Context: an optimization exercise on an open-source flow, tuned for small area, a short achievable clock period and few clock cycles. The choices shown serve that exercise and are no tape-out recipe.
Function not checked in this run: the RTL went through the layout flow alone.

==> design/flow/config.mk <==
export PLATFORM = sky130hd
export DESIGN_NAME = pair_median
export DESIGN_NICKNAME = pair_median
export VERILOG_FILES = /design/flow/design.v
export SDC_FILE = /design/flow/constraint.sdc
export NUM_CORES = 4
export LEC_CHECK = 0
export CAP_MARGIN = 20
export CORE_MARGIN = 10
export CORE_UTILIZATION = 40
export SLEW_MARGIN = 20
==> design/flow/constraint.sdc <==
create_clock -name core_clock -period 18.0 [get_ports {clk}]
set_input_delay 3.6000 -clock core_clock [delete_from_list [all_inputs] [get_ports {clk}]]
set_output_delay 3.6000 -clock core_clock [all_outputs]
set_load 0.01 [all_outputs]
==> design/flow/design.v <==
module pair_median (
    input  wire               clk,
    input  wire               rst,         
    input  wire               in_valid,    
    input  wire               in_last,     
    input  wire [39:0]        in_tup,      
    input  wire [39:0]        in_tdn,      
    input  wire [4:0]         madk,        
    output reg                done,        
    output reg  [14:0]        keep,        
    output reg  [3:0]         nvalid,      
    output reg  signed [41:0] m2,          
    output reg         [42:0] mad4,        
    output reg  signed [41:0] dt_med2,     
    output reg         [40:0] tup_med2,    
    output reg         [40:0] tdn_med2     
);
    localparam [3:0] P_NONE = 4'd0,    
                     P_M2   = 4'd1,    
                     P_SRCH = 4'd2,    
                     P_MIN  = 4'd3,    
                     P_LIM1 = 4'd4,    
                     P_LIM2 = 4'd5,    
                     P_EU   = 4'd6,    
                     P_EL   = 4'd7,    
                     P_KR   = 4'd8,    
                     P_MED  = 4'd9;    
    integer i, j;
    function ule40(input [39:0] a, input [39:0] b);
        integer k;
        reg c;
        begin
            c = 1'b1;
            for (k = 0; k < 40; k = k + 1)
                c = (b[k] & ~a[k]) | (b[k] & c) | (~a[k] & c);
            ule40 = c;
        end
    endfunction
    function sle41t(input [40:0] a0, input [40:0] b0);
        reg [40:0] a, b;
        reg [63:0] gt, eq;
        integer k, w;
        begin
            a = {~a0[40], a0[39:0]};
            b = {~b0[40], b0[39:0]};
            gt = 64'd0;
            eq = {64{1'b1}};
            for (k = 0; k < 41; k = k + 1) begin
                gt[k] = a[k] & ~b[k];
                eq[k] = ~(a[k] ^ b[k]);
            end
            for (w = 1; w < 64; w = w * 2)
                for (k = 0; k + w < 64; k = k + 2 * w) begin
                    gt[k] = gt[k + w] | (eq[k + w] & gt[k]);
                    eq[k] = eq[k + w] & eq[k];
                end
            sle41t = ~gt[0];
        end
    endfunction
    function sle41(input [40:0] a, input [40:0] b);
        integer k;
        reg c;
        begin
            c = 1'b1;
            for (k = 0; k < 40; k = k + 1)
                c = (b[k] & ~a[k]) | (b[k] & c) | (~a[k] & c);
            sle41 = (a[40] & ~b[40]) | (~(a[40] ^ b[40]) & c);
        end
    endfunction
    reg        loading;                
    reg        busy;                   
    reg        r_v, r_first, r_last;
    reg [39:0] r_up, r_dn;
    reg [4:0]  k_madk;
    wire take = in_valid && !busy;
    always @(posedge clk) begin
        r_up    <= in_tup;
        r_dn    <= in_tdn;
        r_last  <= in_last;
        r_first <= !loading;
        if (take && !loading)
            k_madk <= madk;
    end
    reg [39:0] up  [0:14];
    reg [39:0] dn  [0:14];
    reg [14:0] mup [0:14];             
    reg [14:0] mdn [0:14];
    reg [3:0]  cnt_b;
    wire [3:0] slot_b = r_first ? 4'd0 : cnt_b;
    reg [14:0] lu, ld;
    always @* begin
        for (i = 0; i < 15; i = i + 1) begin
            lu[i] = ule40(up[i], r_up);
            ld[i] = ule40(dn[i], r_dn);
        end
    end
    reg               c_v, c_first, c_last;
    reg        [3:0]  c_slot;
    reg signed [40:0] x;               
    always @(posedge clk) begin
        if (r_v) begin
            up[slot_b]  <= r_up;
            dn[slot_b]  <= r_dn;
            mup[slot_b] <= lu;
            mdn[slot_b] <= ld;
            cnt_b       <= slot_b + 4'd1;
            x           <= $signed({1'b0, r_up}) - $signed({1'b0, r_dn});
        end
        c_first <= r_first;
        c_last  <= r_last;
        c_slot  <= slot_b;
    end
    reg signed [40:0] dt   [0:14];
    reg        [3:0]  rank [0:14];
    reg        [14:0] member;
    reg        [3:0]  cnt;
    reg signed [40:0] maxdt;
    reg [3:0] ps;
    wire [14:0] mem_old = c_first ? 15'd0 : member;
    reg signed [40:0] xl;
    function signed [40:0] clamp(input signed [46:0] y);
        begin
            if (y[46:40] == {7{y[40]}}) clamp = y[40:0];
            else if (y[46])             clamp = 41'sh10000000000;
            else                        clamp = 41'sh0FFFFFFFFFF;
        end
    endfunction
    reg [14:0] le;
    always @* begin
        for (i = 0; i < 15; i = i + 1)
            le[i] = sle41t(dt[i], x);
    end
    function [1:0] fa(input a, input b, input c);
        fa = {(a & b) | (a & c) | (b & c), a ^ b ^ c};
    endfunction
    function [3:0] pop15(input [14:0] v);
        reg [1:0] f0, f1, f2, f3, f4, f5, f6, f7, f8, f9, f10;
        begin
            f0  = fa(v[0],  v[1],  v[2]);
            f1  = fa(v[3],  v[4],  v[5]);
            f2  = fa(v[6],  v[7],  v[8]);
            f3  = fa(v[9],  v[10], v[11]);
            f4  = fa(v[12], v[13], v[14]);
            f5  = fa(f0[0], f1[0], f2[0]);
            f6  = fa(f3[0], f4[0], f5[0]);           
            f7  = fa(f0[1], f1[1], f2[1]);
            f8  = fa(f3[1], f4[1], f5[1]);
            f9  = fa(f7[0], f8[0], f6[1]);           
            f10 = fa(f7[1], f8[1], f9[1]);           
            pop15 = {f10, f9[0], f6[0]};
        end
    endfunction
    function bef(input [224:0] mflat, input integer xx, input integer yy);
        begin
            if (xx < yy) bef = mflat[yy * 15 + xx];
            else         bef = !mflat[xx * 15 + yy];
        end
    endfunction
    wire [224:0] mup_f, mdn_f;
    genvar g;
    generate
        for (g = 0; g < 15; g = g + 1) begin : gflat
            assign mup_f[g * 15 +: 15] = mup[g];
            assign mdn_f[g * 15 +: 15] = mdn[g];
        end
    endgenerate
    reg [14:0] th;
    always @* begin
        th = 15'd0;
        for (i = 0; i < 15; i = i + 1)
            for (j = 0; j < 15; j = j + 1)
                if (mem_old[i] && le[i] && rank[i] == j)
                    th[j] = 1'b1;
    end
    wire [3:0] rk_new;
    assign rk_new[3] = th[7];
    assign rk_new[2] = (th[3] & ~th[7]) | th[11];
    assign rk_new[1] = (th[1] & ~th[3]) | (th[5] & ~th[7]) | (th[9] & ~th[11]) | th[13];
    assign rk_new[0] = (th[0] & ~th[1]) | (th[2] & ~th[3]) | (th[4] & ~th[5]) | (th[6] & ~th[7]) |
                       (th[8] & ~th[9]) | (th[10] & ~th[11]) | (th[12] & ~th[13]) | th[14];
    reg  [3:0] ia, ib;
    reg  signed [40:0] sa, sb;
    always @* begin
        sa = 41'sd0;
        sb = 41'sd0;
        for (i = 0; i < 15; i = i + 1) begin
            if (member[i] && rank[i] == ia) sa = sa | dt[i];
            if (member[i] && rank[i] == ib) sb = sb | dt[i];
        end
    end
    wire signed [41:0] ssum = sa + sb;
    wire [3:0] r_lo = (cnt - 4'd1) >> 1;
    wire [3:0] r_hi = cnt >> 1;
    wire [3:0] w1   = cnt - 4'd1 - r_lo;     
    wire [3:0] w2   = cnt - 4'd1 - r_hi;     
    reg  [3:0]  lo, hi, dlt;
    reg         pass2, first, f_v;
    reg  [42:0] mad_a;                 
    reg  [42:0] f_r;                   
    reg  [42:0] mm;                    
    wire [43:0] ga = {{3{sa[40]}}, sa};
    wire [43:0] gb = {{3{sb[40]}}, sb};
    wire [43:0] gc = ~{{2{m2[41]}}, m2};
    wire [43:0] gs = ga ^ gb ^ gc;
    wire [43:0] gy = {(ga[42:0] & gb[42:0]) | (ga[42:0] & gc[42:0]) | (gb[42:0] & gc[42:0]), 1'b1};
    wire [43:0] gt = gs + gy;
    wire        gp = !gt[43];
    wire signed [43:0] dl = m2 - (sa <<< 1);
    wire signed [43:0] dr = (sb <<< 1) - m2;
    wire signed [43:0] d0 = (maxdt <<< 1) - m2;
    wire [3:0] mid = ia;
    wire [3:0] m1  = (lo + mid) >> 1;                
    wire [3:0] m0  = (mid + 4'd1 + hi) >> 1;         
    wire       lastp = gp ? (lo == mid) : (mid + 4'd1 == hi);
    wire        use_f = f_v && f_r < mm;
    wire [42:0] mk    = use_f ? f_r : mm;
    wire [43:0] sum_f = mad_a + f_r;
    wire [43:0] sum_m = mad_a + mm;
    wire [43:0] mad_s = pass2 ? (use_f ? sum_f : sum_m) : {mk, 1'b0};
    reg  [49:0] pp [0:4];
    always @* begin
        for (i = 0; i < 5; i = i + 1)
            pp[i] = k_madk[i] ? ({7'd0, mad4} << i) : 50'd0;
    end
    wire [49:0] q1s = pp[0] ^ pp[1] ^ pp[2];
    wire [49:0] q1c = {(pp[0][48:0] & pp[1][48:0]) | (pp[0][48:0] & pp[2][48:0]) | (pp[1][48:0] & pp[2][48:0]), 1'b0};
    wire [49:0] q2s = pp[3] ^ pp[4] ^ q1s;
    wire [49:0] q2c = {(pp[3][48:0] & pp[4][48:0]) | (pp[3][48:0] & q1s[48:0]) | (pp[4][48:0] & q1s[48:0]), 1'b0};
    wire [49:0] ls  = q1c ^ q2c ^ q2s;               
    wire [49:0] lc  = {(q1c[48:0] & q2c[48:0]) | (q1c[48:0] & q2s[48:0]) | (q2c[48:0] & q2s[48:0]), 1'b0};
    reg  [47:0] lim;                                 
    wire [49:0] m4  = {{6{m2[41]}}, m2, 2'b00};
    wire [49:0] yu  = m4 + {2'b00, lim};             
    wire [49:0] yl  = m4 + ~{2'b00, lim};            
    reg  [14:0] le_u, le_l;
    reg  [14:0] s_ulo, s_uhi, s_dlo, s_dhi;
    wire [14:0] kp   = keep;
    wire [3:0]  nv   = pop15(kp);
    wire [3:0]  lr   = pop15(le_l);
    wire [3:0]  t_lo = (nv - 4'd1) >> 1;
    wire [3:0]  t_hi = nv >> 1;
    reg  [14:0] ulo, uhi, dlo, dhi;
    reg  [14:0] vu, vd;
    reg  [3:0]  kru, krd;
    always @* begin
        for (i = 0; i < 15; i = i + 1) begin
            vu = 15'd0;
            vd = 15'd0;
            for (j = 0; j < 15; j = j + 1)
                if (j != i) begin
                    vu[j] = kp[j] & bef(mup_f, j, i);
                    vd[j] = kp[j] & bef(mdn_f, j, i);
                end
            kru = pop15(vu);
            krd = pop15(vd);
            ulo[i] = kp[i] && kru == t_lo;
            uhi[i] = kp[i] && kru == t_hi;
            dlo[i] = kp[i] && krd == t_lo;
            dhi[i] = kp[i] && krd == t_hi;
        end
    end
    reg [39:0] u_lo, u_hi, d_lo, d_hi;
    always @* begin
        u_lo = 40'd0; u_hi = 40'd0; d_lo = 40'd0; d_hi = 40'd0;
        for (i = 0; i < 15; i = i + 1) begin
            if (s_ulo[i]) u_lo = u_lo | up[i];
            if (s_uhi[i]) u_hi = u_hi | up[i];
            if (s_dlo[i]) d_lo = d_lo | dn[i];
            if (s_dhi[i]) d_hi = d_hi | dn[i];
        end
    end
    always @(posedge clk) begin
        if (rst) begin
            loading <= 1'b0;
            busy    <= 1'b0;
            r_v     <= 1'b0;
            c_v     <= 1'b0;
            ps      <= P_NONE;
            done    <= 1'b0;
        end else begin
            done <= 1'b0;
            r_v  <= take;
            c_v  <= r_v;
            if (take) begin
                loading <= !in_last;
                busy    <= in_last;
            end
            if (c_v) begin
                dt[c_slot] <= x;
                for (i = 0; i < 15; i = i + 1)
                    if (mem_old[i] && !le[i])
                        rank[i] <= rank[i] + 4'd1;
                rank[c_slot] <= rk_new;
                if ((le & mem_old) == mem_old)
                    maxdt <= x;
                member <= mem_old | (15'd1 << c_slot);
                cnt    <= c_slot + 4'd1;
                if (c_last) begin
                    ia <= c_slot >> 1;
                    ib <= (c_slot + 4'd1) >> 1;
                    ps <= P_M2;
                end
            end
            case (ps)
                P_M2: begin
                    m2    <= ssum;
                    lo    <= 4'd0;
                    hi    <= w1;
                    dlt   <= r_lo;
                    ia    <= w1 >> 1;
                    ib    <= (w1 >> 1) + r_lo;
                    pass2 <= 1'b0;
                    first <= 1'b1;
                    f_v   <= 1'b0;
                    ps    <= P_SRCH;
                end
                P_SRCH: begin
                    first <= 1'b0;
                    if (first)
                        mm <= d0[42:0];
                    else if (use_f)
                        mm <= f_r;
                    if (lo < hi) begin
                        f_r <= gp ? dr[42:0] : dl[42:0];
                        f_v <= 1'b1;
                        if (gp) begin
                            hi <= mid;
                            ia <= m1;
                            ib <= m1 + dlt;
                        end else begin
                            lo <= mid + 4'd1;
                            ia <= m0;
                            ib <= m0 + dlt;
                        end
                        if (lastp)
                            ps <= P_MIN;
                    end else begin
                        ps <= P_MIN;
                    end
                end
                P_MIN: begin
                    if (!pass2 && !cnt[0]) begin
                        mad_a <= mk;
                        pass2 <= 1'b1;
                        lo    <= 4'd0;
                        hi    <= w2;
                        dlt   <= r_hi;
                        ia    <= w2 >> 1;
                        ib    <= (w2 >> 1) + r_hi;
                        first <= 1'b1;
                        f_v   <= 1'b0;
                        ps    <= P_SRCH;
                    end else begin
                        mad4 <= (mad_s < 44'd4000) ? 43'd4000 : mad_s[42:0];
                        ps   <= P_LIM1;
                    end
                end
                P_LIM1: begin
                    lim <= ls[47:0] + lc[47:0];
                    ps  <= P_LIM2;
                end
                P_LIM2: begin
                    x  <= clamp(yu[49:3]);
                    xl <= clamp(yl[49:3]);
                    ps <= P_EU;
                end
                P_EU: begin
                    x    <= xl;
                    le_u <= le & member;
                    ps   <= P_EL;
                end
                P_EL: begin
                    le_l <= le & member;
                    keep <= le_u & ~(le & member);
                    ps   <= P_KR;
                end
                P_KR: begin
                    nvalid <= nv;
                    ia     <= lr + t_lo;
                    ib     <= lr + t_hi;
                    s_ulo  <= ulo;
                    s_uhi  <= uhi;
                    s_dlo  <= dlo;
                    s_dhi  <= dhi;
                    ps     <= P_MED;
                end
                P_MED: begin
                    dt_med2  <= ssum;
                    tup_med2 <= u_lo + u_hi;
                    tdn_med2 <= d_lo + d_hi;
                    done     <= 1'b1;
                    busy     <= 1'b0;
                    ps       <= P_NONE;
                end
                default: ;
            endcase
        end
    end
endmodule
==> design/flow/run.sh <==
#!/bin/bash
# synth_recipe.tcl (not shown) runs the flow's synth.tcl, then flattens the netlist and writes it again
# the make line also repeats each setting of config.mk as NAME=value (left out here)
make -C /OpenROAD-flow-scripts/flow DESIGN_CONFIG=/design/flow/config.mk WORK_HOME=/design/flow/orfs CLKGATE_MAP_FILE= SYNTH_SCRIPT=/design/flow/synth_recipe.tcl finish
==> run notes <==
==> summary.txt <==
outcome -> aborted with a tool error
Stopped at -> synthesis (1_2_yosys)
yosys warns -> 2
First Err -> ERROR: Assert `count_id(cell->name) == 0' failed in kernel/rtlil.cc:2970.
